Context: an optimization exercise on an open-source flow, tuned for small area and a short achievable clock period. The choices shown serve that exercise and are no tape-out recipe. Where RTL was checked, it was by simulation tests only, not by an equivalence proof against the original. For runs 1 to 4, only the layout was checked, not whether the RTL still works. Power is estimated from default activity; no workload was simulated.

==> flow/config.mk <==
export PLATFORM = sky130hd
export DESIGN_NAME = mole_lane_rx
export DESIGN_NICKNAME = mole_lane_rx
export VERILOG_FILES = /design/flow/design.v
export SDC_FILE = /design/flow/constraint.sdc
export NUM_CORES = 4
export LEC_CHECK = 0
export CAP_MARGIN = 20
export CORE_MARGIN = 2
export CORE_UTILIZATION = 40
export SLEW_MARGIN = 20
==> flow/constraint.sdc <==
create_clock -name core_clock -period 9.0 [get_ports {clk}]
set_input_delay 1.8000 -clock core_clock [delete_from_list [all_inputs] [get_ports {clk}]]
set_output_delay 1.8000 -clock core_clock [all_outputs]
set_load 0.01 [all_outputs]
==> flow/standard.sh <==
#!/bin/bash
# synth_recipe.tcl (not shown) runs the flow's synth.tcl, then flattens the netlist and writes it again
# the make line also repeats each setting of config.mk as NAME=value (left out here)
make -C /OpenROAD-flow-scripts/flow DESIGN_CONFIG=/design/flow/config.mk WORK_HOME=/design/flow/orfs CLKGATE_MAP_FILE= SYNTH_SCRIPT=/design/flow/synth_recipe.tcl "${@:-finish}"
==> flow/design.v <==
module mole_lane_rx (
    input  wire        clk,
    input  wire        rst,
    input  wire        in_valid,
    input  wire [1:0]  in_hdr,
    input  wire [63:0] in_data,
    output reg         out_valid,
    output reg  [1:0]  out_hdr,
    output reg  [63:0] out_data,
    output reg         sig_valid,
    output wire [7:0]  sig_code,
    output wire [39:0] sig_arg,
    output reg         frm_valid,
    output reg         frm_good,
    output reg  [1:0]  frm_class,
    output reg  [15:0] frm_seq,
    output reg  [6:0]  frm_dest,
    output reg  [6:0]  frm_words,
    output reg         aln_valid,
    output reg  [3:0]  aln_lane,
    output reg  [1:0]  aln_port,
    output reg  [15:0] aln_seq,
    output reg  [4:0]  aln_bip_errs,
    output reg  [15:0] cnt_block_err,
    output reg  [15:0] cnt_signal_bad,
    output reg  [15:0] cnt_crc_err,
    output reg  [15:0] cnt_bip_err,
    output reg         frozen,
    output reg         lane_drop
);
    localparam [7:0] T_IDLE  = 8'h1E;
    localparam [7:0] T_SIG   = 8'h2D;
    localparam [7:0] T_LINK  = 8'h33;
    localparam [7:0] T_ALIGN = 8'h4B;
    localparam [7:0] T_TRAIN = 8'h55;
    localparam [7:0] T_FSTA  = 8'h78;
    localparam [7:0] T_FEND  = 8'h87;
    localparam [31:0] FSTA_SEED = 32'hF0958FA1;
    reg  [57:0] hist;
    wire [121:0] ext = {in_data, hist};
    reg  [63:0] desc;
    integer k;
    always @(*) begin
        for (k = 0; k < 64; k = k + 1)
            desc[k] = ext[58 + k] ^ ext[58 + k - 39] ^ ext[k];
    end
    wire is_data  = (in_hdr == 2'b01);
    wire is_ctrl  = (in_hdr == 2'b10);
    wire hdr_bad  = !is_data && !is_ctrl;
    wire is_raw   = is_ctrl && (in_data[7:0] == T_ALIGN || in_data[7:0] == T_TRAIN);
    wire is_align = is_ctrl && (in_data[7:0] == T_ALIGN);
    wire [63:0] payload = is_raw ? in_data : desc;
    wire [7:0]  ctype   = desc[7:0];
    wire is_sctrl = is_ctrl && !is_raw;
    wire type_known = ctype == T_IDLE || ctype == T_SIG || ctype == T_LINK ||
                      ctype == T_FSTA || ctype == T_FEND;
    wire c_idle = is_sctrl && ctype == T_IDLE;
    wire c_sig  = is_sctrl && ctype == T_SIG;
    wire c_fsta = is_sctrl && ctype == T_FSTA;
    wire c_fend = is_sctrl && ctype == T_FEND;
    wire blk_err = hdr_bad || (is_sctrl && !type_known);
    reg  [15:0] bip;
    reg         bip_isdiff;
    wire [15:0] bip_blk  = in_data[15:0] ^ in_data[31:16] ^ in_data[47:32] ^
                           in_data[63:48] ^ {14'b0, in_hdr};
    wire [15:0] bip_base = bip_isdiff ? 16'b0 : bip;
    wire [15:0] bip_add  = is_align ? in_data[47:32] : bip_blk;
    reg  [2:0]  bip_grp [0:3];
    integer g;
    always @(*) begin
        for (g = 0; g < 4; g = g + 1)
            bip_grp[g] = {2'b0, bip[4*g]} + {2'b0, bip[4*g+1]} +
                         {2'b0, bip[4*g+2]} + {2'b0, bip[4*g+3]};
    end
    wire [3:0]  bip_p01 = bip_grp[0] + bip_grp[1];
    wire [3:0]  bip_p23 = bip_grp[2] + bip_grp[3];
    wire [4:0]  bip_pop = bip_p01 + bip_p23;
    reg s1_data, s1_idle, s1_sig, s1_fsta, s1_fend, s1_err;
    reg         in_frame;
    reg  [31:0] fcrc;
    reg  [6:0]  fcount;       
    reg  [47:0] last_msg;     
    reg  [2:0]  sig_dist;     
    reg  [4:0]  bip_h1, bip_h2, bip_h3;
    reg  [11:0] win_blocks;
    reg  [11:0] win_idles;
    assign sig_code = last_msg[7:0];
    assign sig_arg  = last_msg[47:8];
    reg         s1_align;
    wire [63:0] p1 = out_data;
    wire fend_close = s1_fend && in_frame;
    wire in_frame_nx = s1_fsta ? 1'b1 : (s1_fend ? 1'b0 : in_frame);
    wire [7:0]  sig_syn;
    mole_lane_rx_crc8 u_crc8 (.p1(p1), .sig_syn(sig_syn));
    wire        sig_crc_ok = (sig_syn == 8'd0);
    wire        sig_dup    = (sig_dist <= 3'd4) && (p1[55:8] == last_msg);
    wire        sig_good   = s1_sig && sig_crc_ok;
    wire        sig_take   = sig_good && !sig_dup;
    wire [31:0] crc_in    = s1_fsta ? FSTA_SEED : fcrc;
    wire [31:0] crc_next;
    mole_lane_rx_crc32 u_crc32 (.crc_in(crc_in), .p1(p1), .crc_next(crc_next));
    wire        fend_good = (~fcrc == p1[39:8]) && (fcount == frm_words) &&
                            (frm_words != 7'd0) && (frm_words <= 7'd64);
    wire [6:0]  bip_sum4 = aln_bip_errs + bip_h1 + bip_h2 + bip_h3;
    wire [12:0] idles_now = win_idles + {11'b0, s1_idle};
    wire        s1_valid = out_valid;
    always @(posedge clk) begin
        out_hdr      <= in_hdr;
        out_data     <= payload;
        aln_bip_errs <= bip_pop;
        aln_lane     <= out_data[11:8];
        aln_port     <= out_data[13:12];
        aln_seq      <= out_data[31:16];
        if (s1_fsta) begin
            frm_class <= p1[9:8];
            frm_seq   <= p1[31:16];
            frm_words <= p1[38:32];
            frm_dest  <= p1[46:40];
        end
        if (s1_fsta || s1_data)
            fcrc <= crc_next;
        if (s1_fsta)
            fcount <= 7'd0;
        else if (s1_data && !(fcount[6] && fcount[0]))
            fcount <= fcount + 7'd1;
        if (sig_good)
            last_msg <= p1[55:8];
        if (rst) begin
            hist          <= 58'b0;
            bip           <= 16'b0;
            bip_isdiff    <= 1'b0;
            s1_align      <= 1'b0;
            out_valid     <= 1'b0;
            aln_valid     <= 1'b0;
            s1_data       <= 1'b0;
            s1_idle       <= 1'b0;
            s1_sig        <= 1'b0;
            s1_fsta       <= 1'b0;
            s1_fend       <= 1'b0;
            s1_err        <= 1'b0;
            sig_valid     <= 1'b0;
            frm_valid     <= 1'b0;
            frm_good      <= 1'b0;
            cnt_block_err <= 16'b0;
            cnt_signal_bad<= 16'b0;
            cnt_crc_err   <= 16'b0;
            cnt_bip_err   <= 16'b0;
            frozen        <= 1'b0;
            lane_drop     <= 1'b0;
            sig_dist      <= 3'd7;
            in_frame      <= 1'b0;
            bip_h1        <= 5'b0;
            bip_h2        <= 5'b0;
            bip_h3        <= 5'b0;
            win_blocks    <= 12'b0;
            win_idles     <= 12'b0;
        end else begin
            out_valid <= in_valid;
            s1_align  <= in_valid && is_align;
            aln_valid <= s1_align;
            s1_data   <= in_valid && is_data;
            s1_idle   <= in_valid && c_idle;
            s1_sig    <= in_valid && c_sig;
            s1_fsta   <= in_valid && c_fsta;
            s1_fend   <= in_valid && c_fend;
            s1_err    <= in_valid && blk_err;
            if (in_valid) begin
                if (!is_raw)
                    hist <= in_data[63:6];
                bip        <= bip_base ^ bip_add;
                bip_isdiff <= is_align;
            end
            frm_valid <= (in_valid && c_fsta && in_frame_nx) || fend_close;
            frm_good  <= fend_close && fend_good;
            in_frame <= in_frame_nx;
            if (frm_valid && !frm_good)
                cnt_crc_err <= cnt_crc_err + 16'd1;
            if (s1_err)
                cnt_block_err <= cnt_block_err + 16'd1;
            sig_valid <= sig_take;
            if (sig_take)
                sig_dist <= 3'd1;
            else if (s1_valid && sig_dist != 3'd7)
                sig_dist <= sig_dist + 3'd1;
            if (s1_sig && !sig_crc_ok)
                cnt_signal_bad <= cnt_signal_bad + 16'd1;
            if (aln_valid) begin
                cnt_bip_err <= cnt_bip_err + {11'b0, aln_bip_errs};
                if (bip_sum4 >= 7'd16)
                    lane_drop <= 1'b1;
                bip_h3 <= bip_h2;
                bip_h2 <= bip_h1;
                bip_h1 <= aln_bip_errs;
            end
            if (s1_valid) begin
                if (win_blocks == 12'd4095) begin
                    if (idles_now > 13'd3686)
                        frozen <= 1'b1;
                    else if (idles_now <= 13'd2048)
                        frozen <= 1'b0;
                    win_blocks <= 12'd0;
                    win_idles  <= 12'd0;
                end else begin
                    win_blocks <= win_blocks + 12'd1;
                    win_idles  <= idles_now[11:0];
                end
            end
        end
    end
endmodule
module mole_lane_rx_crc32 (
    input  wire [31:0] crc_in,
    input  wire [63:0] p1,
    output wire [31:0] crc_next
);
    wire [31:0] crc_t = crc_in ^ p1[31:0];
    wire crcx0 = crc_t[13] ^ crc_t[3];
    wire crcx1 = p1[32] ^ crc_t[11];
    wire crcx2 = p1[39] ^ crc_t[19];
    wire crcx3 = crc_t[16] ^ crc_t[6];
    wire crcx4 = crc_t[4] ^ crc_t[9];
    wire crcx5 = p1[35] ^ crc_t[12];
    wire crcx6 = p1[36] ^ p1[54];
    wire crcx7 = p1[34] ^ crc_t[5];
    wire crcx8 = p1[37] ^ crc_t[8];
    wire crcx9 = p1[55] ^ crc_t[30];
    wire crcx10 = p1[56] ^ crc_t[10];
    wire crcx11 = p1[46] ^ crc_t[7];
    wire crcx12 = crcx0 ^ p1[47];
    wire crcx13 = crc_t[1] ^ crc_t[14];
    wire crcx14 = crc_t[15] ^ crc_t[2];
    wire crcx15 = p1[38] ^ crc_t[18];
    wire crcx16 = p1[61] ^ crc_t[31];
    wire crcx17 = crcx2 ^ p1[51];
    wire crcx18 = crcx1 ^ p1[45];
    wire crcx19 = p1[50] ^ p1[57];
    wire crcx20 = p1[42] ^ p1[58];
    wire crcx21 = p1[43] ^ p1[59];
    wire crcx22 = p1[44] ^ p1[60];
    wire crcx23 = p1[40] ^ crc_t[20];
    wire crcx24 = p1[41] ^ crc_t[21];
    wire crcx25 = p1[52] ^ crc_t[25];
    wire crcx26 = p1[53] ^ crc_t[26];
    wire crcx27 = p1[63] ^ crc_t[17];
    wire crcx28 = crcx4 ^ p1[48];
    wire crcx29 = p1[49] ^ p1[62];
    wire crcx30 = crc_t[0] ^ crc_t[23];
    wire crcx31 = crc_t[24] ^ crc_t[27];
    wire crcx32 = crcx6 ^ crc_t[29];
    wire crcx33 = crcx3 ^ p1[33];
    wire crcx34 = crcx14 ^ crcx7;
    wire crcx35 = crcx20 ^ crc_t[22];
    wire crcx36 = crc_t[12] ^ crc_t[28];
    wire crcx37 = crcx29 ^ crc_t[5];
    wire crcx38 = crcx24 ^ crcx5;
    wire crcx39 = crcx8 ^ crc_t[22];
    wire crcx40 = crcx16 ^ crcx31;
    wire crcx41 = crcx27 ^ p1[62];
    wire crcx42 = crcx28 ^ crcx9;
    wire crcx43 = p1[33] ^ crc_t[11];
    wire crcx44 = crcx21 ^ crc_t[24];
    wire crcx45 = crcx11 ^ crcx13;
    wire crcx46 = crcx10 ^ crcx22;
    wire crcx47 = p1[36] ^ p1[39];
    wire crcx48 = p1[40] ^ p1[42];
    wire crcx49 = p1[56] ^ p1[60];
    wire crcx50 = p1[41] ^ p1[43];
    wire crcx51 = p1[57] ^ p1[61];
    wire crcx52 = p1[35] ^ p1[57];
    wire crcx53 = p1[47] ^ p1[63];
    wire crcx54 = p1[50] ^ p1[58];
    wire crcx55 = p1[51] ^ p1[59];
    wire crcx56 = crcx6 ^ crc_t[27];
    wire crcx57 = crcx47 ^ crc_t[31];
    wire crcx58 = p1[37] ^ crc_t[17];
    wire crcx59 = p1[49] ^ crc_t[4];
    wire crcx60 = p1[55] ^ crc_t[7];
    wire crcx61 = crc_t[18] ^ crc_t[28];
    wire crcx62 = crcx19 ^ crc_t[0];
    wire crcx63 = crc_t[13] ^ crc_t[2];
    wire crcx64 = p1[45] ^ crc_t[8];
    wire crcx65 = crcx19 ^ crc_t[25];
    wire crcx66 = p1[34] ^ crc_t[16];
    wire crcx67 = p1[54] ^ crc_t[29];
    wire crcx68 = crc_t[13] ^ crc_t[15];
    wire crcx69 = crcx13 ^ p1[38];
    wire crcx70 = crcx23 ^ crcx61;
    wire crcx71 = crcx0 ^ crcx15;
    wire crcx72 = crcx30 ^ crcx4;
    wire crcx73 = crcx35 ^ crcx63;
    wire crcx74 = crcx5 ^ crcx9;
    wire crcx75 = crcx8 ^ crc_t[21];
    wire crcx76 = crcx25 ^ crc_t[22];
    wire crcx77 = crcx15 ^ crcx37;
    wire crcx78 = crcx12 ^ crcx17;
    wire crcx79 = p1[32] ^ p1[44];
    wire crcx80 = p1[34] ^ p1[37];
    wire crcx81 = p1[39] ^ p1[48];
    wire crcx82 = crc_t[10] ^ crc_t[17];
    wire crcx83 = crcx51 ^ crc_t[20];
    wire crcx84 = p1[33] ^ crc_t[6];
    wire crcx85 = crcx20 ^ p1[44];
    wire crcx86 = crcx22 ^ p1[63];
    wire crcx87 = crc_t[25] ^ crc_t[3];
    wire crcx88 = crcx22 ^ p1[48];
    wire crcx89 = p1[41] ^ crc_t[26];
    wire crcx90 = crcx29 ^ p1[56];
    wire crcx91 = p1[43] ^ crc_t[28];
    wire crcx92 = crcx53 ^ crc_t[26];
    wire crcx93 = crcx54 ^ crc_t[2];
    wire crcx94 = p1[39] ^ crc_t[10];
    wire crcx95 = crcx55 ^ p1[46];
    wire crcx96 = crcx50 ^ crc_t[14];
    wire crcx97 = crcx81 ^ crc_t[24];
    wire crcx98 = p1[58] ^ crc_t[15];
    wire crcx99 = p1[60] ^ crc_t[6];
    wire crcx100 = crcx21 ^ crc_t[12];
    wire crcx101 = crcx19 ^ crc_t[8];
    wire crcx102 = crc_t[1] ^ crc_t[9];
    wire crcx103 = crc_t[14] ^ crc_t[21];
    wire crcx104 = crc_t[28] ^ crc_t[30];
    wire crcx105 = crcx1 ^ p1[35];
    wire crcx106 = crcx2 ^ p1[34];
    wire crcx107 = crcx23 ^ crcx82;
    wire crcx108 = crcx10 ^ crcx43;
    wire crcx109 = crcx58 ^ crcx59;
    wire crcx110 = crcx3 ^ crcx32;
    wire crcx111 = crcx7 ^ crc_t[1];
    wire crcx112 = crcx30 ^ crcx44;
    wire crcx113 = crcx3 ^ p1[53];
    wire crcx114 = crcx11 ^ crcx26;
    wire crcx115 = crcx24 ^ crc_t[23];
    wire crcx116 = crcx36 ^ crcx80;
    wire crcx117 = crcx25 ^ crcx66;
    wire crcx118 = crcx16 ^ crcx26;
    wire crcx119 = crcx67 ^ crc_t[16];
    wire crcx120 = crcx15 ^ crcx27;
    wire crcx121 = crcx35 ^ crcx60;
    wire crcx122 = crcx34 ^ crcx57;
    wire crcx123 = crcx38 ^ crcx70;
    wire crcx124 = crcx110 ^ crcx39;
    wire crcx125 = crcx72 ^ crcx73;
    wire crcx126 = crcx113 ^ crcx18;
    wire crcx127 = crcx18 ^ crcx34;
    wire crcx128 = crcx114 ^ crcx40;
    wire crcx129 = crcx12 ^ crcx14;
    wire crcx130 = crcx12 ^ crcx75;
    wire crcx131 = crcx28 ^ crcx41;
    wire crcx132 = crcx18 ^ crcx33;
    wire crcx133 = crcx17 ^ crcx33;
    wire crcx134 = crcx12 ^ crcx38;
    assign crc_next[0] = ^{crcx105, crcx106, crcx107, crcx33, crcx42, crcx56, crcx69, p1[52], p1[58], crc_t[3]};
    assign crc_next[1] = ^{crcx108, crcx109, crcx122, crcx123, crcx60, p1[53], p1[59], crc_t[0]};
    assign crc_next[2] = ^{crcx1, crcx111, crcx124, crcx38, crcx48, crcx49, crcx62, crcx71, crc_t[19]};
    assign crc_next[3] = ^{crcx125, crcx17, crcx50, crcx58, crcx69, crcx74, crcx83, crcx84, p1[36], crc_t[7]};
    assign crc_next[4] = ^{crcx10, crcx112, crcx122, crcx13, crcx23, crcx71, crcx75, crcx85, p1[52], p1[62], crc_t[7]};
    assign crc_next[5] = ^{crcx126, crcx14, crcx2, crcx24, crcx39, crcx4, crcx44, crcx52, crcx69, crcx86, crcx87, p1[40]};
    assign crc_next[6] = ^{crcx127, crcx45, crcx74, crcx76, crcx88, crcx89, p1[42], p1[61], crc_t[19], crc_t[23], crc_t[27], crc_t[6]};
    assign crc_next[7] = ^{crcx128, crcx129, crcx30, crcx33, crcx5, crcx64, crcx90, crcx91, p1[36], p1[42], crc_t[20]};
    assign crc_next[8] = ^{crcx130, crcx131, crcx31, crcx32, crcx45, crcx65, crcx66, crcx79, crcx91};
    assign crc_next[9] = ^{crcx124, crcx127, crcx17, crcx25, crcx70, crcx92, p1[44], p1[49], crc_t[1], crc_t[27], crc_t[3]};
    assign crc_next[10] = ^{crcx115, crcx116, crcx18, crcx26, crcx32, crcx45, crcx93, crcx94};
    assign crc_next[11] = ^{crcx129, crcx31, crcx39, crcx43, crcx48, crcx67, crcx74, crcx95, p1[38]};
    assign crc_next[12] = ^{crcx117, crcx12, crcx36, crcx42, crcx49, crcx57, crcx96, p1[38], crc_t[23]};
    assign crc_next[13] = ^{crcx10, crcx109, crcx118, crcx48, crcx52, crcx68, crcx79, crcx97, crc_t[14], crc_t[29], crc_t[5]};
    assign crc_next[14] = ^{crcx132, crcx56, crcx65, crcx77, crcx96, crcx98, p1[40], crc_t[30]};
    assign crc_next[15] = ^{crcx11, crcx116, crcx133, crcx27, crcx85, crcx89, p1[50], p1[55], p1[59], crc_t[15], crc_t[31]};
    assign crc_next[16] = ^{crcx108, crcx13, crcx20, crcx21, crcx32, crcx42, crcx64, crcx78, crcx99, crc_t[18], crc_t[7]};
    assign crc_next[17] = ^{crcx100, crcx11, crcx16, crcx23, crcx34, crcx42, crcx46, crcx8, p1[49], p1[52], p1[57], crc_t[0], crc_t[11], crc_t[14], crc_t[19]};
    assign crc_next[18] = ^{crcx101, crcx102, crcx126, crcx134, crcx16, crcx37, crcx46, crcx98, p1[38], crc_t[20]};
    assign crc_next[19] = ^{crcx103, crcx11, crcx131, crcx132, crcx55, crcx6, crcx62, crcx73, crcx94, p1[61], crc_t[12]};
    assign crc_next[20] = ^{crcx11, crcx17, crcx21, crcx28, crcx3, crcx39, crcx5, crcx53, crcx56, crcx68, crcx77, p1[32], p1[60], crc_t[20], crc_t[23], crc_t[30]};
    assign crc_next[21] = ^{crcx104, crcx105, crcx111, crcx130, crcx30, crcx40, crcx54, crcx59, crcx86, p1[54], crc_t[7]};
    assign crc_next[22] = ^{crcx107, crcx119, crcx17, crcx36, crcx40, crcx64, crcx7, crcx76, crcx93, p1[59], p1[62], crc_t[11], crc_t[3], crc_t[30]};
    assign crc_next[23] = ^{crcx0, crcx1, crcx123, crcx25, crcx26, crcx41, crcx72, crcx9, crcx95, crcx99, crc_t[29], crc_t[31]};
    assign crc_next[24] = ^{crcx118, crcx120, crcx121, crcx134, crcx23, crcx3, crcx49, crcx7, crcx97, crc_t[11], crc_t[29], crc_t[9]};
    assign crc_next[25] = ^{crcx100, crcx102, crcx115, crcx117, crcx121, crcx43, crcx71, crcx83, crcx90, crc_t[8]};
    assign crc_next[26] = ^{crcx101, crcx103, crcx106, crcx125, crcx26, crcx41, crcx44, crcx46, crcx5};
    assign crc_next[27] = ^{crcx112, crcx120, crcx133, crcx51, crcx68, crcx7, crcx76, crcx88, crcx9, p1[32], p1[45], crc_t[4]};
    assign crc_next[28] = ^{crcx128, crcx18, crcx42, crcx46, crcx6, crcx77, crcx87, crc_t[23]};
    assign crc_next[29] = ^{crcx10, crcx18, crcx2, crcx36, crcx37, crcx40, crcx65, crcx8, crcx84, crcx92, p1[46], p1[54], p1[55], crc_t[4]};
    assign crc_next[30] = ^{crcx10, crcx104, crcx25, crcx32, crcx41, crcx45, crcx5, crcx62, crcx78, crc_t[16], crc_t[26], crc_t[4], crc_t[5]};
    assign crc_next[31] = ^{crcx119, crcx15, crcx26, crcx34, crcx52, crcx78, crcx8, p1[32], p1[33], p1[63], crc_t[0], crc_t[10], crc_t[31], crc_t[9]};
endmodule
module mole_lane_rx_crc8 (
    input  wire [63:0] p1,
    output wire [7:0]  sig_syn
);
    wire sigx0 = p1[11] ^ p1[18];
    wire sigx1 = p1[13] ^ p1[30];
    wire sigx2 = p1[23] ^ p1[44];
    wire sigx3 = p1[28] ^ p1[32];
    wire sigx4 = p1[12] ^ p1[29];
    wire sigx5 = p1[14] ^ p1[33];
    wire sigx6 = p1[34] ^ p1[45];
    wire sigx7 = p1[46] ^ sigx1;
    wire sigx8 = p1[37] ^ p1[54];
    wire sigx9 = p1[20] ^ p1[47];
    wire sigx10 = p1[10] ^ p1[15];
    wire sigx11 = p1[39] ^ sigx0;
    wire sigx12 = p1[40] ^ sigx2;
    wire sigx13 = sigx3 ^ sigx8;
    wire sigx14 = p1[24] ^ sigx5;
    wire sigx15 = sigx4 ^ sigx6;
    wire sigx16 = p1[19] ^ sigx7;
    wire sigx17 = p1[31] ^ p1[35];
    wire sigx18 = p1[55] ^ p1[8];
    wire sigx19 = p1[16] ^ p1[36];
    wire sigx20 = p1[38] ^ p1[48];
    wire sigx21 = p1[41] ^ p1[49];
    wire sigx22 = p1[17] ^ p1[21];
    wire sigx23 = p1[25] ^ p1[50];
    wire sigx24 = p1[47] ^ p1[54];
    wire sigx25 = p1[15] ^ p1[22];
    wire sigx26 = p1[26] ^ p1[51];
    wire sigx27 = p1[27] ^ p1[52];
    wire sigx28 = p1[42] ^ p1[9];
    wire sigx29 = p1[43] ^ p1[53];
    wire sigx30 = sigx19 ^ sigx9;
    wire sigx31 = sigx10 ^ sigx24;
    wire sigx32 = sigx11 ^ sigx13;
    wire sigx33 = sigx12 ^ sigx17;
    wire sigx34 = sigx16 ^ sigx33;
    assign sig_syn[0] = ^{p1[34], p1[48], p1[56], sigx18, sigx32, sigx34};
    assign sig_syn[1] = ^{p1[57], p1[9], sigx14, sigx15, sigx2, sigx20, sigx21, sigx30, sigx32, sigx7};
    assign sig_syn[2] = ^{p1[28], p1[42], p1[45], p1[49], p1[58], sigx0, sigx12, sigx14, sigx20, sigx22, sigx23, sigx31, sigx4};
    assign sig_syn[3] = ^{p1[32], p1[43], p1[59], sigx11, sigx15, sigx16, sigx18, sigx21, sigx23, sigx25, sigx26};
    assign sig_syn[4] = ^{p1[12], p1[50], p1[60], sigx14, sigx26, sigx27, sigx28, sigx34, sigx9};
    assign sig_syn[5] = ^{p1[13], p1[14], p1[21], p1[25], p1[31], p1[41], p1[51], p1[61], p1[8], sigx10, sigx27, sigx29, sigx3, sigx30, sigx6};
    assign sig_syn[6] = ^{p1[11], p1[16], p1[26], p1[29], p1[35], p1[44], p1[46], p1[52], p1[53], p1[62], sigx13, sigx22, sigx25, sigx28, sigx5};
    assign sig_syn[7] = ^{p1[17], p1[18], p1[22], p1[23], p1[27], p1[30], p1[33], p1[36], p1[38], p1[55], p1[63], sigx15, sigx29, sigx31};
endmodule
==> flow/flow/run.sh <==
#!/bin/bash
# Standard layout, with fast port buffers and a tighter setup target for
# timing repair. Each tool's output goes to the ORFS logs under orfs/logs;
# make's own output goes to flow_make.log.
set -euo pipefail
bash standard.sh "BUFFER_PORTS_ARGS=-buffer_cell sky130_fd_sc_hd__buf_2" SETUP_SLACK_MARGIN=6.0 finish > flow_make.log 2>&1
==> results.yml, run 1 <==
status:
  status: "timing/DRC/antenna clean"
die:
  initial_core_util: 0.4042
  die_width_um: 245.2
  row_count: 88
  dieHeight_um: 245.2
  dieArea_um2: 60130
  core-area_um2: 57590
  pin_count: 313
sta:
  setup_viol: 0
  slew-limit-headroom: 0.2662
  finalCriticalPeriod_ns: 3.377
  rsz0062_at_grt: "yes"
  worstMarginPinSlew_ns: 1.099
  fin_ws_ns: 5.623
  tns_ns: 0
  finalHoldViolCount: 0
  post-route-period-util: 0.3752
  fmax_mhz: 296.2
  slew_viol_final: 0
  fin_skew_ns: 0.02362
synthesis:
  async_flop_share: 0
  ys_seq_area_frac: 0.3991
  synth_nets: 2519
  postSynthAreaPerCell_um2: 9.694
  syn_area_um2: 23270
  synth_cell_types: 58
  synth_cells: 2401
  synth_edf_count: 112
  synth_ff_type: "dfxtp_1"
  synth_warnings: 2
  synth_seq_cells: 408
placed_design:
  dp_slack_ns: 4.313
  place_hpwl_mm: 62.02
  place_area_um2: 25650
  place_congestion: 0.9607
  io_buffers: 312
finish:
  final_layout_size_suffix_gt1_frac: 0.3316
  finalNetCount: 3035
  fill_cells: 4878
  area_delta_synth_final_pct: 38.58
  post-route-cell-area_um2: 32250
  fin_util: 0.5601
critical_path:
  crit_fanout: 3
  worstSetupPathType: "reg2reg"
  cp-end-kind: "flip-flop"
  cp.required_ns: 9.49
  cp-start-kind: "flip-flop"
  cp.arrival_ns: 3.87
grt:
  grt_max_degree: 97
  grt_pass1_wl_mm: 132.7
  antenna_found_initial: 4
  grt_use_total: 0.3047
  grt_pass1_vias: 19464
  overflow: 0
power:
  intPower_mw: 9.223
  switching_share: 0.4424
  combPwrFrac: 0.694
  p_switching_mw: 7.317
  pwr-share-clk: 0.125
  ir_drop_mv: 0.6355
  power.total_mw: 16.54
  seqPwrFrac: 0.182
  power_density_nw_per_um2: 512.8
  p_leak_nw: 12.99
route:
  drt_iter0_markers: 2189
  ant_nets: 0
  route.detailed.drc: 0
  vias: 20122
  finalWirelength_mm: 95.28
  via_per_inst: 5.406
  drt-pass1-iter-count: 5
  wl_per_cell_um: 25.60
job:
  maxCapViolations: 0
min_path:
  hp-class: "reg2reg"
clocking:
  cts_tree: "done"
  clock_latency_ns: 0.59
  cts_max_path_buffers: 3
  clk_pin_slew_ns: 0.06
  h-tree-depth: 2
  numCtsBuffers: 47
  ctsRootBufferMaster: "clkbuf_16"
  cts_sinks: 408
==> repair_timing <==
action                     CTS  global route
resized for setup          393           205
pin swaps                   83            86
hold buffers                 0             0
setup buffers              182            41
cloned                      27             7
setup endpoints to repair  281           247
==> state kept, by name, indices dropped and copies added, names as in the netlist, 4 cells and up <==
name / flops
frm_dest: 7
hist: 58
aln_seq: 16
frm_words: 7
last_msg: 48
aln_lane: 4
fcrc: 32
cnt_block_err: 16
out_data: 64
cnt_signal_bad: 16
cnt_bip_err: 16
fcount: 7
bip_h3: 5
cnt_crc_err: 16
frm_seq: 16
win_idles: 12
bip: 16
aln_bip_errs: 5
win_blocks: 12
bip_h2: 5
bip_h1: 5
==> routing by layer <==
layer / global-route usage / up-vias / share of wire
met5: 0 / - / 0
met4: 0.1503 / 0 / 0.062
met3: 0.05664 / 312 / 0.086
met2: 0.5004 / 1060 / 0.46
met1: 0.3841 / 9911 / 0.39
li1: - / 8839 / -
==> kinds of logic (layout without fill, tap and decap cells) <==
logic type               Yosys count  in the layout  synth area share
XOR/XNOR                         910            910            0.3527
other                              0              2                 0
AO/OA/AOI/OAI                    199            199           0.05177
buffers and inverters            193            727           0.03209
multiplexers                      25             25           0.01075
adder cells (fa/ha/maj)           49             49           0.03311
flip-flops                       408            408            0.3991
AND/OR/NAND/NOR                  617            637            0.1205
==> layout make-up <==
cell class                      count  area [um^2]  area share
Tap cell                          765        957.2     0.02968
Sequential cell                   408         9530      0.2955
Clock buffer                       57         1234     0.03825
Clock inverter                     30        411.6     0.01276
Timing Repair Buffer              581         4886      0.1515
Inverter                           59        224.0    0.006944
Multi-Input combinational cell   1820        15010      0.4652
Antenna cell                        2        5.005   0.0001552
==> cell usage in the layout (no fill, tap or decap), types with 22 or more instances in the layout <==
master and n:
dfxtp_1 205, buf_2 266, edfxtp_1 112, clkbuf_16 48, dfxtp_4 51, a21oi_1 75
nand4_1 32, buf_4 188, xor2_1 261, xnor2_1 531, nand2_1 209, dfxtp_2 40
buf_6 55, nand3_1 30, a21oi_2 22, xor2_2 37, ha_1 26, nor2_1 176
buf_12 47, xnor2_2 45, inv_1 53, mux2i_1 24
==> stage by stage <==
stage / std cells / hold slack (ns)
3_3_place_gp: 3376 / 0.4333
5_1_grt: 3720 / 0.4681
3_5_place_dp: 3376 / 0.4414
2_1_floorplan: 2401 / 0.3878
4_1_cts: 3672 / 0.4531
6_report: 3722 / 0.4480
==> power by group through the flow <==
stage | clock [mW] | sequential (mW) | combinational (mW)
global route | 2.16 | 3.01 | 12.0
CTS | 2.09 | 2.98 | 10.8
finish | 2.06 | 3.00 | 11.5
global placement | 0 | 3.09 | 9.97
detailed placement | 0 | 3.09 | 9.90
floorplan | 0 | 2.88 | 7.62
==> worst max-delay path, stage by stage (launching register included) <==
cell and delay (ns):
dfxtp_2 0.35, inv_2 0.04, fa_1 0.57, inv_1 0.07, fa_1 0.48, inv_1 0.05
fa_2 0.53, fa_1 0.40, inv_2 0.08, ha_4 0.13, inv_2 0.03, fa_2 0.52
inv_2 0.03
==> synthesized netlist by cell type (16+ instances only) <==
cell | n | area share
nor4_1 | 20 | 0.0054
nor2b_1 | 20 | 0.0054
o21ai_0 | 41 | 0.0088
a32oi_1 | 16 | 0.0060
nand2_1 | 224 | 0.036
nand4_1 | 32 | 0.0086
dfxtp_1 | 296 | 0.25
nand3_1 | 30 | 0.0065
edfxtp_1 | 112 | 0.14
clkbuf_1 | 112 | 0.018
and3_1 | 21 | 0.0056
xnor2_1 | 585 | 0.22
inv_1 | 59 | 0.0095
a21oi_1 | 97 | 0.021
nand2b_1 | 19 | 0.0051
ha_1 | 28 | 0.015
xor2_1 | 308 | 0.12
nor2_1 | 194 | 0.031
fa_1 | 21 | 0.018
mux2i_1 | 25 | 0.011
==> final timing paths <==
| path | startpoint | to | slack (ns) | cells after the start |
|---|---|---|---|---|
| worst max-delay path | bip[13]$_SDFFE_PP0P_ | aln_bip_errs[1]$_DFF_P_ | 5.62 | 12 |
| worst min-delay path | s1_align$_SDFF_PP0_ | aln_valid$_SDFF_PP0_ | 0.45 | 1 |
| worst max register to register | bip[13]$_SDFFE_PP0P_ | aln_bip_errs[1]$_DFF_P_ | 5.62 | 12 |
| worst min register to register | s1_align$_SDFF_PP0_ | aln_valid$_SDFF_PP0_ | 0.45 | 1 |
==> run 2: changes to the inputs <==
==> flow/flow/run.sh (replaced) <==
#!/bin/bash
# Standard layout, with fast port buffers and a tighter setup target for
# timing repair. Each tool's output goes to the ORFS logs under orfs/logs;
# make's own output goes to flow_make.log.
set -euo pipefail
bash standard.sh "BUFFER_PORTS_ARGS=-buffer_cell sky130_fd_sc_hd__buf_2" SETUP_SLACK_MARGIN=5.5 finish > flow_make.log 2>&1
==> run 2 against run 1 <==
Via count shrank 9.7%. Utilization down 8.1 points. Combinational power is 12% lower. Critical endpoint is now last_msg[26]$_DFFE_PP_. Cell area shrank 14%. Non-clock buffer count fell by 237.
==> results.yml, run 2 <==
sta:
  tns_ns: 0
  post-route-period-util: 0.3891
  finalCriticalPeriod_ns: 3.502
  fmax_mhz: 285.5
  rsz0062_at_grt: "yes"
  slew_viol_final: 0
  finalHoldViolCount: 0
  holdWs_ns: 0.4523
  worstMarginPinSlew_ns: 1.041
  slew-limit-headroom: 0.3058
  fin_skew_ns: 0.02650
  setup_viol: 0
status:
  status: "timing/DRC/antenna clean"
synthesis:
  yosysTopAreaCell: "dfxtp_1"
  synth_edf_count: 112
  synthTopCellsByCount: "585 x xnor2_1, 308 x xor2_1, 296 x dfxtp_1"
  ys_seq_area_frac: 0.3991
  synth_ff_type: "dfxtp_1"
  synth_top_area_share: 0.2546
  synth_most_common_cell: "xnor2_1"
  postSynthAreaPerCell_um2: 9.694
  synth_warnings: 2
  syn_area_um2: 23270
  synth_nets: 2519
  synth_cell_types: 58
  synth_cells: 2401
  synth_seq_cells: 408
  async_flop_share: 0
  synthTopCellsByArea: "dfxtp_1 25%, xnor2_1 22%, edfxtp_1 14%"
grt:
  grt_max_degree: 99
  grt_use_total: 0.2745
  antenna_found_initial: 2
  grt_pass1_vias: 17537
  grt_pass1_wl_mm: 119.8
  overflow: 0
finish:
  final_common_cell: "xnor2_1"
  fin_util: 0.4789
  fill_cells: 5427
  top_register: "out_data"
  post-route-cell-area_um2: 27580
  largest_reg_flops: 64
  reg_top3: "out_data x64, hist x58, last_msg x48"
  area_delta_synth_final_pct: 18.49
  final_cell_mix: "574 x xnor2_1, 311 x buf_2, 296 x xor2_1"
  finalNetCount: 2786
  final_layout_size_suffix_gt1_frac: 0.1869
die:
  pin_count: 313
  dieHeight_um: 245.2
  initial_core_util: 0.4042
  die_width_um: 245.2
  row_count: 88
  dieArea_um2: 60130
  core-area_um2: 57590
power:
  intPower_mw: 8.499
  switching_share: 0.4417
  p_leak_nw: 10.89
  ir_drop_mv: 0.6102
  combPwrFrac: 0.662
  p_switching_mw: 6.723
  seqPwrFrac: 0.204
  pwr-share-clk: 0.134
  power_density_nw_per_um2: 552.0
critical_path:
  cp-end-kind: "flip-flop"
  cp-start-kind: "flip-flop"
  reg2reg_to: "last_msg[26]$_DFFE_PP_"
  r2r_start: "out_data[46]$_DFF_P_"
  worstSetupPathType: "reg2reg"
  endpoint: "last_msg[26]$_DFFE_PP_"
  rr_worst_depth: 8
  cp.required_ns: 9.27
  cp-startpoint: "out_data[46]$_DFF_P_"
  crit_fanout: 40
  r2r_setup_slack_ns: 5.50
  cp.arrival_ns: 3.77
clocking:
  cts_hold_buf: 0
  cts_max_path_buffers: 3
  cts_tree: "done"
  h-tree-depth: 2
  cts_sinks: 408
  ctsRootBufferMaster: "clkbuf_16"
  clock_latency_ns: 0.60
  clk_pin_slew_ns: 0.06
  numCtsBuffers: 47
route:
  vias: 18175
  drt-pass1-iter-count: 5
  drt_iter0_markers: 1549
  via_per_inst: 5.233
  route.detailed.drc: 0
  wl_per_cell_um: 24.24
  ant_nets: 0
  finalWirelength_mm: 84.20
min_path:
  min_from: "s1_align$_SDFF_PP0_"
  hp-class: "reg2reg"
placed_design:
  place_congestion: 0.9919
  place_hpwl_mm: 61.83
  io_buffers: 312
  place_area_um2: 25510
job:
  maxCapViolations: 0
run 2: cell counts after synthesis:
Identical to the previous run, type by type.
run 2: final cells by class:
class / count / area (um^2) / share of cell area
Sequential cell: 408 / 9339 / 0.3386
Timing Repair Buffer: 344 / 1866 / 0.06764
Clock buffer: 58 / 1299 / 0.04709
Clock inverter: 30 / 357.8 / 0.01298
Tap cell: 765 / 957.2 / 0.03471
Antenna cell: 1 / 2.502 / 0.00009074
Multi-Input combinational cell: 1808 / 13540 / 0.4908
Inverter: 59 / 221.5 / 0.008030
run 2: cells by family (layout without fill, tap and decap cells):
kind of cell | count (synthesis) | count (layout) | synth area share
fa+ha+maj | 49 | 49 | 0.03311
other cells | 0 | 1 | 0
compound gates | 199 | 199 | 0.05177
xor+xnor | 910 | 910 | 0.3527
mux | 25 | 25 | 0.01075
flops | 408 | 408 | 0.3991
buf+inv | 193 | 491 | 0.03209
simple gates | 617 | 625 | 0.1205
run 2: worst min path at each step:
stage | slack, ns | end | cells after the start
final | 0.45 | aln_valid$_SDFF_PP0_ | 1
after global routing | 0.47 | aln_valid$_SDFF_PP0_ | 1
after CTS | 0.45 | aln_valid$_SDFF_PP0_ | 1
after detailed placement | 0.44 | aln_valid$_SDFF_PP0_ | 1
after global placement | 0.42 | aln_valid$_SDFF_PP0_ | 1
after floorplan | 0.40 | aln_port[1]$_DFF_P_ | 0
run 2: stage by stage:
step	total power, mW	std cells	setup WS (ns)
after floorplan	10.48	2401	5.402
after global placement	12.96	3371	4.663
final	15.22	3473	5.498
after CTS	15.05	3465	5.469
after global routing	15.88	3472	5.488
after detailed placement	12.96	3371	4.606
run 2: power by group through the flow:
stage	logic [mW]	registers, mW	clock network (mW)
final	10.1	3.11	2.03
after global routing	10.6	3.11	2.14
after CTS	9.89	3.09	2.07
after detailed placement	9.84	3.11	0
after global placement	9.83	3.12	0
after floorplan	7.60	2.88	0
run 2: critical path: stages, from the launching register on:
cell       delay (ns)
dfxtp_4          0.48
xnor3_1          0.48
xnor3_2          0.29
xor3_1           0.41
nand3_1          0.09
a211o_1          0.35
a2111oi_4        0.48
buf_12           0.27
and2_4           0.31
run 2: metal layers:
metal | GRT usage | up-vias | part of all wire
li1 | - | 8322 | -
met1 | 0.3627 | 8894 | 0.42
met2 | 0.4463 | 773 | 0.46
met3 | 0.04483 | 186 | 0.075
met4 | 0.1107 | 0 | 0.045
met5 | 0 | - | 0
run 2: repair_timing:
action,4_1_cts,5_1_grt
pin swaps,2,4
gates resized for setup,45,32
endpoints found under the setup margin,166,139
buffers inserted,0,5
cloned,6,2
==> run 3: changes to the inputs <==
--- a/flow/config.mk
+++ b/flow/config.mk
@@ -7,5 +7,5 @@
 export LEC_CHECK = 0
 export CAP_MARGIN = 20
 export CORE_MARGIN = 2
-export CORE_UTILIZATION = 40
+export CORE_UTILIZATION = 65
 export SLEW_MARGIN = 20
==> run 3 against run 2 <==
Still clean on timing, DRC and antenna. Global-route usage grew 15 points. Critical path depth unchanged. Sequential cell count stayed put. Die area fell by 38%. Clock skew fell by 0.0053 ns. Combinational power about the same. Non-clock buffer count is 2 lower. Utilization increased by 28 points. Critical path type unchanged. Largest cell class unchanged. Highest routed layer unchanged.
==> results.yml, run 3 <==
finish:
  final_cell_mix: "573 x xnor2_1, 311 x buf_2, 300 x xor2_1"
  largest_reg_flops: 64
  area_delta_synth_final_pct: 15.73
  fin_util: 0.7610
  reg_top3: "out_data x64, hist x58, last_msg x48"
  finalNonFillerCells: 3156
  final_common_cell: "xnor2_1"
  final_layout_size_suffix_gt1_frac: 0.1764
  finalNetCount: 2780
  top_register: "out_data"
grt:
  overflow: 0
  grt_pass1_vias: 18521
  grt_use_total: 0.4198
  grt_max_degree: 96
  antenna_found_initial: 1
  grt_pass1_wl_mm: 117.6
placed_design:
  dp.cells: 3063
  place_congestion: 1.000
  place_hpwl_mm: 58.03
  io_buffers: 312
critical_path:
  r2r_start: "out_data[40]$_DFF_P_"
  cp.required_ns: 9.28
  cp-start-kind: "flip-flop"
  cp-startpoint: "out_data[40]$_DFF_P_"
  worstSetupPathType: "reg2reg"
  cp-end-kind: "flip-flop"
  crit_fanout: 41
  cp.arrival_ns: 3.83
power:
  power.total_mw: 14.92
  ir_drop_mv: 0.5603
  p_leak_nw: 10.77
  power_density_nw_per_um2: 553.8
min_path:
  hp-class: "reg2reg"
  min_from: "s1_align$_SDFF_PP0_"
sta:
  setup_viol: 0
  slew-limit-headroom: 0.3237
  finalHoldViolCount: 0
  rsz0062_at_grt: "yes"
  finalCriticalPeriod_ns: 3.545
  slew_viol_final: 0
  worstMarginPinSlew_ns: 1.007
  post-route-period-util: 0.3939
  tns_ns: 0
  fmax_mhz: 282.1
  fin_skew_ns: 0.02118
route:
  finalWirelength_mm: 81.24
  vias: 19121
  drt-pass1-iter-count: 7
  wl_per_cell_um: 25.74
  via_per_inst: 6.059
  drt_iter0_markers: 2469
  ant_nets: 0
  route.detailed.drc: 0
clocking:
  clock_latency_ns: 0.59
  numCtsBuffers: 42
  cts_sinks: 408
  cts_max_path_buffers: 3
  clk_pin_slew_ns: 0.07
  ctsRootBufferMaster: "clkbuf_16"
  cts_tree: "done"
  h-tree-depth: 2
synthesis:
  synth_cells: 2401
  synth_nets: 2519
  synth_ff_type: "dfxtp_1"
  yosysTopAreaCell: "dfxtp_1"
  async_flop_share: 0
  synthTopCellsByArea: "dfxtp_1 25%, xnor2_1 22%, edfxtp_1 14%"
  synth_top_area_share: 0.2546
  synthTopCellsByCount: "585 x xnor2_1, 308 x xor2_1, 296 x dfxtp_1"
  synth_most_common_cell: "xnor2_1"
  syn_area_um2: 23270
  postSynthAreaPerCell_um2: 9.694
  synth_edf_count: 112
  synth_seq_cells: 408
  synth_warnings: 2
  ys_seq_area_frac: 0.3991
  synth_cell_types: 58
die:
  row_count: 69
  dieArea_um2: 37340
  die_width_um: 193.2
  dieHeight_um: 193.2
  initial_core_util: 0.6575
  pin_count: 313
  core-area_um2: 35400
job:
  maxCapViolations: 0
status:
  status: "timing/DRC/antenna clean"
-- run 3: cell counts after synthesis --
Identical to the previous run, type by type.
-- run 3: worst paths after layout --
check / endpoint / slack, ns / depth (start not counted)
min reg2reg: aln_valid$_SDFF_PP0_ / 0.45 / 1
max: last_msg[10]$_DFFE_PP_ / 5.45 / 8
max reg2reg: last_msg[10]$_DFFE_PP_ / 5.45 / 8
min: aln_valid$_SDFF_PP0_ / 0.45 / 1
-- run 3: logic make-up (layout without fill, tap and decap cells) --
family                   Yosys count  after routing  share of synthesized area
flip-flops                       408            408                     0.3991
multiplexers                      25             25                    0.01075
AND/OR/NAND/NOR                  617            626                     0.1205
XOR/XNOR                         910            910                     0.3527
AO/OA/AOI/OAI                    199            199                    0.05177
adder cells (fa/ha/maj)           49             49                    0.03311
other                              0              2                          0
buffers and inverters            193            476                    0.03209
-- run 3: critical path, stage by stage (launching register included) --
cell	delay, ns
dfxtp_1	0.58
xnor2_1	0.86
xor2_1	0.28
xnor3_1	0.36
xnor2_1	0.18
nand2_1	0.13
a2111oi_4	0.29
buf_12	0.25
and2_4	0.29
-- run 3: final cells by class --
cell class | count | area (um^2)
Multi-Input combinational cell | 1809 | 13550
Antenna cell | 2 | 5.005
Tap cell | 461 | 576.8
Fill cell | 2334 | 8459
Sequential cell | 408 | 9324
Inverter | 59 | 221.5
Clock inverter | 13 | 150.1
Clock buffer | 62 | 1261
Timing Repair Buffer | 342 | 1849
-- run 3: through the flow --
stage / setup WS [ns] / hold WS, ns / cell area [um^2]
2_1_floorplan: 5.402 / 0.3992 / 23450
3_3_place_gp: 4.421 / 0.4251 / 25110
3_5_place_dp: 4.280 / 0.4333 / 25110
4_1_cts: 5.502 / 0.4478 / 26780
5_1_grt: 5.441 / 0.4627 / 26930
6_report: 5.455 / 0.4468 / 26940
-- run 3: what timing repair did --
action / 4_1_cts / 5_1_grt
endpoints found under the hold margin: 0 / 0
gates resized for setup: 44 / 26
endpoints found under the setup margin: 166 / 143
pin swaps: 1 / 4
cloned: 4 / 5
setup buffers: 3 / 4
hold buffers: 0 / 0
-- run 3: power by group --
part           internal (mW)  total (mW)  switching [mW]
sequential              2.68        3.12           0.446
combinational           4.64        10.0            5.37
clock                   1.01        1.78           0.771
-- run 3: layer usage --
| metal | up-vias | routed length, um | GRT usage |
|---|---|---|---|
| met5 | - | 0 | 0 |
| met4 | 0 | 5749 | 0.2547 |
| met3 | 345 | 8585 | 0.08769 |
| met2 | 1279 | 37700 | 0.6852 |
| met1 | 9198 | 29200 | 0.5122 |
| li1 | 8299 | - | - |
==> run 4: changes to the inputs <==
--- a/flow/config.mk
+++ b/flow/config.mk
@@ -7,5 +7,6 @@
 export LEC_CHECK = 0
 export CAP_MARGIN = 20
 export CORE_MARGIN = 2
-export CORE_UTILIZATION = 65
+export CORE_UTILIZATION = 40
+export CTS_BUF_LIST = sky130_fd_sc_hd__clkbuf_8
 export SLEW_MARGIN = 20
==> run 4 against run 3 <==
Combinational power about the same. Cell area increased by 1.8%. Final cell count is 12% higher. Critical path depth rose by 1. Count of clock-buffer cells in the layout up 27. Via count decreased by 4.3%. Synthesized area unchanged. Clock skew up 0.023 ns. Critical path type unchanged. Largest cell class unchanged.
==> results.yml, run 4 <==
power:
  ir_drop_mv: 0.6100
  power.total_mw: 14.94
  p_leak_nw: 10.92
  power_density_nw_per_um2: 545.2
synthesis:
  ys_seq_area_frac: 0.3991
  yosysTopAreaCell: "dfxtp_1"
  synthTopCellsByArea: "dfxtp_1 25%, xnor2_1 22%, edfxtp_1 14%"
  synthTopCellsByCount: "585 x xnor2_1, 308 x xor2_1, 296 x dfxtp_1"
  synth_nets: 2519
  synth_edf_count: 112
  synth_warnings: 2
  synth_most_common_cell: "xnor2_1"
  synth_top_area_share: 0.2546
  synth_seq_cells: 408
  synth_cell_types: 58
  postSynthAreaPerCell_um2: 9.694
  synth_cells: 2401
  async_flop_share: 0
  synth_ff_type: "dfxtp_1"
  syn_area_um2: 23270
min_path:
  hp-class: "reg2reg"
  min_path_cells: 1
  min_from: "s1_align$_SDFF_PP0_"
  min_to: "aln_valid$_SDFF_PP0_"
sta:
  rsz0062_at_grt: "yes"
  slew-limit-headroom: 0.3084
  fin_skew_ns: 0.04444
  setup_viol: 0
  finalHoldViolCount: 0
  fin_ws_ns: 5.492
  holdWs_ns: 0.4464
  tns_ns: 0
  worstMarginPinSlew_ns: 1.037
  finalCriticalPeriod_ns: 3.508
  slew_viol_final: 0
  post-route-period-util: 0.3898
  fmax_mhz: 285.1
clocking:
  h-tree-depth: 3
  cts_sinks: 408
  cts_max_path_buffers: 3
  ctsRootBufferMaster: "clkbuf_8"
  clk_pin_slew_ns: 0.06
  clock_latency_ns: 0.68
  cts_hold_buf: 0
  numCtsBuffers: 75
  cts_tree: "done"
grt:
  grt-busiest-layer: "met2"
  overflow: 0
  met3_usage: 0.05161
  gr-usage-met1: 0.3575
  antenna_found_initial: 2
  grt_use_total: 0.2760
  grt_pass1_vias: 17771
  grt_pass1_wl_mm: 120.2
  grt_max_degree: 99
  grt_util_met2: 0.4416
finish:
  top_register: "out_data"
  area_delta_synth_final_pct: 17.76
  finalNonFillerCells: 3520
  final_cell_mix: "575 x xnor2_1, 311 x buf_2, 294 x xor2_1"
  largest_reg_flops: 64
  post-route-cell-area_um2: 27410
  reg_top3: "out_data x64, hist x58, last_msg x48"
  fill_cells: 5459
  final_layout_size_suffix_gt1_frac: 0.1948
  finalNetCount: 2813
  fin_util: 0.4760
  final_common_cell: "xnor2_1"
critical_path:
  worstSetupPathType: "reg2reg"
  rr_worst_depth: 9
  r2r_setup_slack_ns: 5.49
  cp-start-kind: "flip-flop"
  crit_fanout: 38
  reg2reg_to: "last_msg[24]$_DFFE_PP_"
  cp.arrival_ns: 3.87
  cp-end-kind: "flip-flop"
  cp.required_ns: 9.36
  r2r_start: "out_data[46]$_DFF_P_"
placed_design:
  place_congestion: 0.9919
  dp_slack_ns: 4.606
  place_area_um2: 25510
  io_buffers: 312
  place_hpwl_mm: 61.83
  dp.cells: 3371
route:
  vias: 18294
  drt_iter0_markers: 1668
  wl_per_cell_um: 23.99
  drt-pass1-iter-count: 7
  route.detailed.drc: 0
  ant_nets: 0
  via_per_inst: 5.197
  finalWirelength_mm: 84.44
die:
  die_width_um: 245.2
  dieArea_um2: 60130
  core-area_um2: 57590
  pin_count: 313
  initial_core_util: 0.4042
  row_count: 88
  dieHeight_um: 245.2
job:
  maxCapViolations: 0
status:
  status: "timing/DRC/antenna clean"
-- run 4: cell types whose count changed in the layout (fill, tap and decap cells not counted), sizes merged --
cell	before	now
clkinvlp	0	3
inv	61	82
buf	342	345
diode	2	3
clkinv	10	18
and2	13	10
clkbuf	62	89
-- run 4: worst max-delay path by stage --
stage,from,to
2_1_floorplan,in_data[0],hist[10]$_SDFFE_PP0P_
3_3_place_gp,out_data[23]$_DFF_P_,last_msg[30]$_DFFE_PP_
3_5_place_dp,out_data[23]$_DFF_P_,last_msg[30]$_DFFE_PP_
4_1_cts,out_data[29]$_DFF_P_,out_data[29]
5_1_grt,out_data[46]$_DFF_P_,last_msg[24]$_DFFE_PP_
6_report,out_data[46]$_DFF_P_,last_msg[24]$_DFFE_PP_
-- run 4: cell type report --
type	count	area, um^2	share of cell area
multi-input cells	1806	13520	0.4932
flip-flops and latches	408	9349	0.3411
repair buffers	345	1893	0.06907
clock buffers	89	1225	0.04469
well taps	765	957.2	0.03492
clock inverters	45	236.5	0.008628
inverters	59	221.5	0.008080
diodes	3	7.507	0.0002739
-- run 4: what timing repair did --
item,in CTS,in global routing
gates resized for setup,54,29
endpoints found under the setup margin,177,103
buffers inserted,2,4
endpoints found under the hold margin,0,0
gates cloned,5,1
pin swaps,2,4
-- run 4: logic make-up (layout without fill, tap and decap cells) --
kind of cell	after synthesis	in the layout	synth area share
adder cells (fa/ha/maj)	49	49	0.03311
buffers and inverters	193	538	0.03209
other	0	3	0
AO/OA/AOI/OAI	199	199	0.05177
multiplexers	25	25	0.01075
AND/OR/NAND/NOR	617	623	0.1205
XOR/XNOR	910	910	0.3527
flip-flops	408	408	0.3991
-- run 4: worst max-delay path: stages, from the launching register on --
cell	delay, ns
dfxtp_4	0.48
xnor3_1	0.48
xnor3_2	0.29
xor3_1	0.41
nand3_1	0.09
a211o_1	0.35
a2111oi_4	0.47
buf_12	0.26
and2_4	0.21
buf_12	0.14
-- run 4: routing by layer --
layer  wire (um)  vias to the layer above
met5           0                        -
met4        3944                        0
met3        6682                      184
met2       38750                      805
met1       35060                     8927
li1            -                     8378
-- run 4: power breakdown --
| group | leakage, nW | internal [mW] | total [mW] | switching (mW) |
|---|---|---|---|---|
| combinational | 6.63 | 4.63 | 10.1 | 5.46 |
| clock | 0.835 | 0.930 | 1.75 | 0.817 |
| sequential | 3.45 | 2.68 | 3.11 | 0.430 |
| total | 10.9 | 8.24 | 14.9 | 6.70 |
==> run 5: changes to the inputs <==
--- a/flow/design.v
+++ b/flow/design.v
@@ -60,20 +60,19 @@
     wire c_fend = is_sctrl && ctype == T_FEND;
     wire blk_err = hdr_bad || (is_sctrl && !type_known);
     reg  [15:0] bip;
-    reg         bip_isdiff;
     wire [15:0] bip_blk  = in_data[15:0] ^ in_data[31:16] ^ in_data[47:32] ^
                            in_data[63:48] ^ {14'b0, in_hdr};
-    wire [15:0] bip_base = bip_isdiff ? 16'b0 : bip;
-    wire [15:0] bip_add  = is_align ? in_data[47:32] : bip_blk;
+    wire [15:0] bip_diff = bip ^ in_data[47:32];
     reg  [2:0]  bip_grp [0:3];
+    reg  [2:0]  s1_bgrp [0:3];
     integer g;
     always @(*) begin
         for (g = 0; g < 4; g = g + 1)
-            bip_grp[g] = {2'b0, bip[4*g]} + {2'b0, bip[4*g+1]} +
-                         {2'b0, bip[4*g+2]} + {2'b0, bip[4*g+3]};
+            bip_grp[g] = {2'b0, bip_diff[4*g]} + {2'b0, bip_diff[4*g+1]} +
+                         {2'b0, bip_diff[4*g+2]} + {2'b0, bip_diff[4*g+3]};
     end
-    wire [3:0]  bip_p01 = bip_grp[0] + bip_grp[1];
-    wire [3:0]  bip_p23 = bip_grp[2] + bip_grp[3];
+    wire [3:0]  bip_p01 = s1_bgrp[0] + s1_bgrp[1];
+    wire [3:0]  bip_p23 = s1_bgrp[2] + s1_bgrp[3];
     wire [4:0]  bip_pop = bip_p01 + bip_p23;
     reg s1_data, s1_idle, s1_sig, s1_fsta, s1_fend, s1_err;
     reg         in_frame;
@@ -81,6 +80,7 @@
     reg  [6:0]  fcount;       
     reg  [47:0] last_msg;     
     reg  [2:0]  sig_dist;     
+    reg         s2_sig_bad;   
     reg  [4:0]  bip_h1, bip_h2, bip_h3;
     reg  [11:0] win_blocks;
     reg  [11:0] win_idles;
@@ -107,6 +107,10 @@
     always @(posedge clk) begin
         out_hdr      <= in_hdr;
         out_data     <= payload;
+        s1_bgrp[0]   <= bip_grp[0];
+        s1_bgrp[1]   <= bip_grp[1];
+        s1_bgrp[2]   <= bip_grp[2];
+        s1_bgrp[3]   <= bip_grp[3];
         aln_bip_errs <= bip_pop;
         aln_lane     <= out_data[11:8];
         aln_port     <= out_data[13:12];
@@ -128,7 +132,6 @@
         if (rst) begin
             hist          <= 58'b0;
             bip           <= 16'b0;
-            bip_isdiff    <= 1'b0;
             s1_align      <= 1'b0;
             out_valid     <= 1'b0;
             aln_valid     <= 1'b0;
@@ -148,6 +151,7 @@
             frozen        <= 1'b0;
             lane_drop     <= 1'b0;
             sig_dist      <= 3'd7;
+            s2_sig_bad    <= 1'b0;
             in_frame      <= 1'b0;
             bip_h1        <= 5'b0;
             bip_h2        <= 5'b0;
@@ -167,8 +171,10 @@
             if (in_valid) begin
                 if (!is_raw)
                     hist <= in_data[63:6];
-                bip        <= bip_base ^ bip_add;
-                bip_isdiff <= is_align;
+                if (is_align)
+                    bip <= 16'b0;
+                else
+                    bip <= bip ^ bip_blk;
             end
             frm_valid <= (in_valid && c_fsta && in_frame_nx) || fend_close;
             frm_good  <= fend_close && fend_good;
@@ -182,7 +188,8 @@
                 sig_dist <= 3'd1;
             else if (s1_valid && sig_dist != 3'd7)
                 sig_dist <= sig_dist + 3'd1;
-            if (s1_sig && !sig_crc_ok)
+            s2_sig_bad <= s1_sig && !sig_crc_ok;
+            if (s2_sig_bad)
                 cnt_signal_bad <= cnt_signal_bad + 16'd1;
             if (aln_valid) begin
                 cnt_bip_err <= cnt_bip_err + {11'b0, aln_bip_errs};
--- a/flow/config.mk
+++ b/flow/config.mk
@@ -8,5 +8,4 @@
 export CAP_MARGIN = 20
 export CORE_MARGIN = 2
 export CORE_UTILIZATION = 40
-export CTS_BUF_LIST = sky130_fd_sc_hd__clkbuf_8
 export SLEW_MARGIN = 20
==> run 5 against run 4 <==
Sequential power up 5%. First-iteration DRC count decreased by 6.4%. Sequential cell count increased by 12. Global-route usage fell by 1.9 points. Combinational power about the same. Cell area grew 0.85%. Non-clock buffer count fell by 16. Clock power is 11% higher. Wire length is 5.0% lower. Clock skew decreased by 0.021 ns. Final cell count decreased by 3.0%. Largest power group unchanged. Highest routed layer is now met5.
==> results.yml, run 5 <==
grt:
  grt_pass1_vias: 17157
  grt_pass1_wl_mm: 114.8
  grt_use_total: 0.2570
  grt_max_degree: 91
  overflow: 0
  antenna_found_initial: 3
clocking:
  ctsRootBufferMaster: "clkbuf_16"
  clock_latency_ns: 0.59
  cts_tree: "done"
  cts_sinks: 420
  numCtsBuffers: 47
  h-tree-depth: 2
  cts_hold_buf: 0
  cts_max_path_buffers: 3
  clk_pin_slew_ns: 0.06
critical_path:
  cp.required_ns: 7.20
  critPathSlowestCell: "dfxtp_1"
  slowest_delay_ns: 0.83
  r2r_setup_slack_ns: 5.53
  worstSetupPathType: "reg2out"
  cp.arrival_ns: 1.69
  cp-start-kind: "flip-flop"
  critPathBufInv: 1
  crit_fanout: 6
  critPathTopFamily: "flip-flops"
  cp-end-kind: "output pin"
  path_cells: "buf_2"
placed_design:
  place_congestion: 1.000
  io_buffers: 312
  place_hpwl_mm: 59.89
  place_area_um2: 25940
synthesis:
  synth_nets: 2473
  synth_seq_cells: 420
  postSynthAreaPerCell_um2: 10.10
  synth_ff_type: "dfxtp_1"
  synth_edf_count: 112
  synthTopCellsByCount: "605 x xnor2_1, 308 x dfxtp_1, 304 x xor2_1"
  yosysTopAreaCell: "dfxtp_1"
  async_flop_share: 0
  synth_warnings: 3
  synth_top_area_share: 0.2600
  synthTopCellsByArea: "dfxtp_1 26%, xnor2_1 22%, edfxtp_1 14%"
  synth_most_common_cell: "xnor2_1"
  syn_area_um2: 23720
  synth_cells: 2348
  ys_seq_area_frac: 0.4018
  synth_cell_types: 57
min_path:
  hp-class: "reg2reg"
sta:
  tns_ns: 0
  holdWs_ns: 0.4342
  slew_viol_final: 0
  fin_skew_ns: 0.02338
  worstMarginPinSlew_ns: 0.9936
  post-route-period-util: 0.3875
  finalCriticalPeriod_ns: 3.487
  fmax_mhz: 286.8
  rsz0062_at_grt: "no"
  slew-limit-headroom: 0.3376
  setup_viol: 0
  finalHoldViolCount: 0
die:
  core-area_um2: 58800
  pin_count: 313
  row_count: 89
  initial_core_util: 0.4033
  dieHeight_um: 247.5
  dieArea_um2: 61250
  die_width_um: 247.5
route:
  drt_iter0_markers: 1561
  drt-pass1-iter-count: 5
  via_per_inst: 5.129
  top_layer: "met5"
  dr_wl_met3_mm: 5.022
  ant_nets: 0
  route.layer.met1.wl_mm: 33.40
  wl_met2_mm: 38.10
  vias: 17517
  finalWirelength_mm: 80.25
  wl_per_cell_um: 23.50
  route.detailed.drc: 0
finish:
  diodes: 0
  final_common_cell: "xnor2_1"
  post-route-cell-area_um2: 27640
  reg_top3: "out_data x64, hist x58, last_msg x48"
  largest_reg_flops: 64
  final_layout_size_suffix_gt1_frac: 0.1874
  final_cell_mix: "598 x xnor2_1, 311 x buf_2, 304 x xor2_1"
  area_delta_synth_final_pct: 16.56
  top_register: "out_data"
  fin_util: 0.4701
  finalNetCount: 2729
power:
  power_density_nw_per_um2: 543.7
  ir_drop_mv: 0.4654
  p_leak_nw: 10.99
status:
  status: "timing/DRC/antenna clean"
job:
  maxCapViolations: 0
## run 5: cell count changes after synthesis, sizes merged, moves of 14 or more
| cell | before | now |
|---|---|---|
| a32oi | 16 | 0 |
| nand2b | 19 | 5 |
| a21oi | 97 | 76 |
| clkbuf | 112 | 63 |
| inv | 59 | 34 |
| buf | 22 | 59 |
| o21ai | 41 | 14 |
| xnor2 | 585 | 629 |
## run 5: worst paths after layout
check / depth (start not counted) / end / from
worst max register to register: 8 / last_msg[20]$_DFFE_PP_ / out_data[17]$_DFF_P_
worst min register to register: 1 / aln_valid$_SDFF_PP0_ / s1_align$_SDFF_PP0_
worst min-delay path: 1 / aln_valid$_SDFF_PP0_ / s1_align$_SDFF_PP0_
worst max-delay path: 1 / out_data[61] / out_data[61]$_DFF_P_
## run 5: per-layer routing
metal / vias up / track usage
li1: 8024 / -
met1: 8648 / 0.3304
met2: 681 / 0.4274
met3: 162 / 0.03676
met4: 2 / 0.1175
met5: - / 0
## run 5: logic make-up (layout without fill, tap and decap cells)
logic type | after synthesis | count (layout) | share of synthesized area
XOR/XNOR | 963 | 963 | 0.3783
adder cells (fa/ha/maj) | 56 | 56 | 0.03619
multiplexers | 29 | 29 | 0.01229
buffers and inverters | 157 | 451 | 0.02918
flip-flops | 420 | 420 | 0.4018
AO/OA/AOI/OAI | 120 | 120 | 0.02849
AND/OR/NAND/NOR | 603 | 603 | 0.1137
## run 5: stage by stage
stage | power (mW) | cells | worst slack, ns
after floorplan | 10.79 | 2348 | 5.111
after global routing | 15.79 | 3415 | 5.504
final | 15.03 | 3415 | 5.513
after detailed placement | 13.02 | 3326 | 4.644
after global placement | 12.91 | 3326 | 4.754
after CTS | 15.02 | 3414 | 5.505
## run 5: what timing repair did
action	in CTS	in global routing
gates cloned	0	1
resized for setup	24	11
setup endpoints to repair	140	109
setup buffers	1	0
## run 5: power by group
| part | internal (mW) | switching (mW) | total (mW) | leakage (nW) |
|---|---|---|---|---|
| logic | 4.71 | 5.09 | 9.80 | 6.68 |
| registers | 2.77 | 0.505 | 3.27 | 3.55 |
| clock network | 1.14 | 0.809 | 1.95 | 0.763 |
## run 5: cell type report
cell class	instances	area (um^2)
Timing Repair Buffer	329	1753
Sequential cell	420	9584
Tap cell	773	967.2
Clock inverter	18	198.9
Clock buffer	69	1361
Inverter	35	131.4
Multi-Input combinational cell	1771	13650
Fill cell	5540	31150

## separate check: timing with driven ports
No port has a modelled driver above. Below, the same layouts with a new extraction and two added sets of constraints.
Step 1 (the two cells are an assumption about what drives the block):
set clk [get_ports {clk}]
set_driving_cell -lib_cell sky130_fd_sc_hd__clkbuf_16 $clk
set_driving_cell -lib_cell sky130_fd_sc_hd__buf_2 [delete_from_list [all_inputs] $clk]
Step 2 adds t to the input delays and takes it off the output delays; t is the mean of the earliest and latest rising clock arrival at the registers after step 1. Input paths then give back, and output paths get back, about the clock's delay inside the block.
Three values: ideal ports, drivers, drivers and shift; two values: the first two.
run | t (ns) | setup slack, ns | worst hold slack (ns) | worst setup path at the end | pins driven straight from the clock port
run 1 | 0.643 | 5.623 / 5.623 / 5.075 | 0.448 / 0.448 / 0.448 | input to register | 1
run 2 | 0.648 | 5.498 / 5.448 / 4.973 | 0.452 / 0.452 / 0.452 | input to register | 1
run 3 | 0.635 | 5.455 / 5.420 / 4.951 | 0.447 / 0.447 / 0.447 | input to register | 1
run 4 | 0.708 | 5.492 / 5.459 / 4.844 | 0.446 / 0.446 / 0.446 | input to register | 1
run 5 | 0.643 | 5.513 / 5.450 / 5.053 | 0.434 / 0.434 / 0.434 | input to register | 1
After both steps setup and hold are still met in every run listed. The setup slack of run 4, which loses most, moves by -0.033 ns with the drivers and by -0.648 ns with both steps.
